Source: an optimization exercise on an open RTL-to-GDS flow (aim: small area, a short achievable clock period and few clock cycles per item). Production flows keep margins and buffers that such runs may drop. Where RTL was checked, it was by simulation tests only, not by an equivalence proof against the original.

==> flow/design.v (excerpt) <==
module aes_pipe (
    input  wire         clk,
    input  wire         rst,         
    input  wire         in_valid,
    output wire         in_ready,
    input  wire         in_key256,   
    input  wire [255:0] in_key,
    input  wire [127:0] in_block,
    output reg          out_valid,
    output reg  [127:0] out_block
);
    localparam integer CW = 15;      
    reg [127:0]      s0;             
    reg [127:0]      ka0, kb0;
    reg              v0, w0;         
    reg [3:0]        r0;             
    reg [16*CW-1:0]  m1;
    reg [4*CW-1:0]   km1;
    reg [127:0]      ka1, pk1;       
    reg              v1, w1;
    reg [3:0]        r1;
    reg [127:0]      sub2;
    reg [31:0]       t2;             
    reg              rot2;           
    reg [7:0]        rcon2;          
    reg [127:0]      ka2, pk2;
    reg              v2, w2;
    reg [3:0]        r2;
    reg  load;
    wire last1  = w1 ? (r1 == 4'd14) : (r1 == 4'd10);
    wire last2  = w2 ? (r2 == 4'd14) : (r2 == 4'd10);
    wire v0_n   = load ? in_valid : (v2 && !last2);
    wire ok0_n  = load ? !(in_valid && in_key256)
                       : (!v2 || last2 || !w2 || (r2 >= 4'd4));
    wire ok1_n  = !v0 || !w0 || (r0 >= 4'd5);
    wire load_n = (!v1 || last1) && ok0_n && ok1_n;
    assign in_ready = load;
    always @(posedge clk) begin
        if (rst) begin
            v0        <= 1'b0;
            v1        <= 1'b0;
            v2        <= 1'b0;
            out_valid <= 1'b0;
            load      <= 1'b1;
        end else begin
            v0        <= v0_n;
            v1        <= v0;
            v2        <= v1;
            out_valid <= v2 && last2;
            load      <= load_n;
        end
    end
    wire [127:0]     x  = s0 ^ kb0;
    wire [31:0]      kw = ka0[31:0];      
    wire [16*CW-1:0] m_a;
    wire [4*CW-1:0]  km_a;
    genvar gi;
    generate
        for (gi = 0; gi < 16; gi = gi + 1) begin : g_sa
            aes_sbox_a u_sa (.a(x[8*gi +: 8]), .c(m_a[CW*gi +: CW]));
        end
        for (gi = 0; gi < 4; gi = gi + 1) begin : g_ksa
            aes_sbox_a u_sa (.a(kw[8*gi +: 8]), .c(km_a[CW*gi +: CW]));
        end
    endgenerate
  ...
Size: ~520 I/O pins, about 0.070 mm2 of cells after synthesis.
export LEC_CHECK = 0
export CAP_MARGIN = 20
export CORE_MARGIN = 2
export CORE_UTILIZATION = 55
export CTS_BUF_LIST = sky130_fd_sc_hd__clkbuf_16
export CTS_CLUSTER_DIAMETER = 60
export CTS_CLUSTER_SIZE = 30
export PLACE_DENSITY = 0.65
export SLEW_MARGIN = 20
export SYNTH_HIERARCHICAL = 1
create_clock -name core_clock -period 8.0 [get_ports {clk}]
standard.sh (not shown) runs the stock make flow with config.mk's settings and CLKGATE_MAP_FILE= SYNTH_SCRIPT=/design/flow/synth_recipe.tcl, a recipe that flattens the netlist after the stock synthesis.
==> flow/flow/run.sh <==
#!/bin/bash
# The standard layout (the standard.sh: unchanged synthesis and steps),
# with two changes in how the layout is made:
#  - buffer_ports puts a plain buf_2 on every input and output port instead
#    of the delay cell it picks by itself;
#  - timing repair aims 5.3 ns below the clock period (it stops once the
#    paths meet that), so it sizes the design for a shorter achieved period.
# The clock period and constraints are the design's, unchanged.
set -euo pipefail
export BUFFER_PORTS_ARGS="-buffer_cell sky130_fd_sc_hd__buf_2"
export SETUP_SLACK_MARGIN=5.3
bash standard.sh > standard.log 2>&1
Then changed:
==> flow/flow/run.sh (replaced) <==
#!/bin/bash
# The standard layout (the standard.sh: unchanged synthesis and steps),
# with one change in how the layout is made:
#  - buffer_ports puts a plain buf_2 on every input and output port instead
#    of the delay cell it picks by itself;
# The clock period and constraints are the design's, unchanged.
set -euo pipefail
export BUFFER_PORTS_ARGS="-buffer_cell sky130_fd_sc_hd__buf_2"
bash standard.sh > standard.log 2>&1
SETUP_SLACK_MARGIN = 5   (was default)
Routed wire length shrinks by 2.0%.
First-iteration DRC count came out lower by 8.2%.
Global-route usage fell by 0.47 points.
Worst setup slack loses 62 ps.
No functional check of the RTL was part of any run of this note.

Another version of the RTL of aes_pipe (not shown whole).
For scale: ~1500 flip-flops, roughly 0.069 mm2 of cells after synthesis.
==> flow/config.mk <==
export PLATFORM = sky130hd
export DESIGN_NAME = aes_pipe
export DESIGN_NICKNAME = aes_pipe
export VERILOG_FILES = /design/flow/design.v
export SDC_FILE = /design/flow/constraint.sdc
export NUM_CORES = 4
export LEC_CHECK = 0
export CAP_MARGIN = 20
export CORE_MARGIN = 2
export CORE_UTILIZATION = 55
export PLACE_DENSITY = 0.65
export SETUP_SLACK_MARGIN = 5
export SLEW_MARGIN = 20
export SYNTH_HIERARCHICAL = 1
==> flow/constraint.sdc <==
create_clock -name core_clock -period 8.0 [get_ports {clk}]
set_input_delay 1.6000 -clock core_clock [delete_from_list [all_inputs] [get_ports {clk}]]
set_output_delay 1.6000 -clock core_clock [all_outputs]
set_load 0.01 [all_outputs]
==> flow/flow/run.sh <==
#!/bin/bash
# The standard layout (the standard.sh, unchanged synthesis and steps),
# with one change: the buffer that buffer_ports puts on every input and
# output port is a plain buf_2 instead of the delay cell it picks by itself.
set -euo pipefail
export BUFFER_PORTS_ARGS="-buffer_cell sky130_fd_sc_hd__buf_2"
bash standard.sh > standard.log 2>&1
Testbench counts at the start, summed over its fixed seeds: cycles 15,907, items 1,280.
Rerun with:
==> flow/flow/run.sh (replaced) <==
#!/bin/bash
# The standard layout (the standard.sh: unchanged synthesis and steps),
# with two changes in how the layout is made:
#  - buffer_ports puts a plain buf_2 on every input and output port instead
#    of the delay cell it picks by itself;
#  - timing repair aims 5.15 ns below the clock period (it stops once the
#    paths meet that), so it sizes the design for a shorter achieved period.
# The clock period and constraints are the design's, unchanged.
set -euo pipefail
export BUFFER_PORTS_ARGS="-buffer_cell sky130_fd_sc_hd__buf_2"
export SETUP_SLACK_MARGIN=5.15
bash standard.sh > standard.log 2>&1
- CORE_UTILIZATION: 55 -> 75
- CTS_BUF_LIST: default -> sky130_fd_sc_hd__clkbuf_16
- CTS_CLUSTER_DIAMETER: default -> 60
- CTS_CLUSTER_SIZE: default -> 30
- PLACE_DENSITY: 0.65 -> 0.85
- SETUP_SLACK_MARGIN: 5 -> default
The new run finished with timing, DRC and antenna clean.
Count of clock-buffer cells in the layout decreases by 102.
Cell area decreases by 0.98%.
Register-to-register slack is better by 0.05 ns.
Synthesized area is unchanged.
Worst setup slack is better by 0.058 ns.
Rerun with:
==> flow/flow/run.sh (replaced) <==
#!/bin/bash
# The standard layout (the standard.sh, unchanged synthesis and steps),
# with one change: the buffer that buffer_ports puts on every input and
# output port is a plain buf_2 instead of the delay cell it picks by itself.
set -euo pipefail
export BUFFER_PORTS_ARGS="-buffer_cell sky130_fd_sc_hd__buf_2"
bash standard.sh > standard.log 2>&1
- CORE_UTILIZATION: 75 -> 60
- PLACE_DENSITY: 0.85 -> 0.72
- SETUP_SLACK_MARGIN: default -> 5
After rerunning: Via count drops by a few percent; core utilization fell by 17 points; sequential cell count does not change; final area came out lower slightly; wire length came out higher slightly; global-route usage falls by 6.5 points; synthesized cell count does not change.

==> what the ideal ports hide <==
In the flow no input, the clock included, has a driving cell. The finished layouts below were timed again as built, in two steps. Step 1, drivers: a clkbuf_16 drives clk and a buf_2 each remaining input, both assumed. Step 2 adds t to the input delays and takes it off the output delays; t is the mean of the earliest and latest rising clock arrival at the registers after step 1. Input paths then give back, and output paths get back, about the clock's delay inside the block. Slacks: no drivers / after step 1 / after step 2; pairs: no drivers / after step 1.
run	t, ns	setup WS [ns]	worst hold slack (ns)	cell pins on the clock port's net
the first run of note 1	0.839	5.068 / 4.986 / 5.108	0.304 / 0.304 / 0.304	1
the second run of note 1	0.834	5.006 / 4.957 / 5.006	0.318 / 0.318 / 0.318	1
the first run of note 2	0.860	5.033 / 4.958 / 5.037	0.311 / 0.311 / 0.311	1
the second run of note 2	0.792	5.091 / 5.012 / 4.744	0.312 / 0.312 / 0.312	1
the third run of note 2	0.794	5.026 / 4.950 / 4.995	0.310 / 0.310 / 0.310	1
After both steps setup and hold are still met in every run listed. The setup slack of the second run of note 2, which loses most, moves by -0.079 ns with the drivers and by -0.347 ns with both steps.
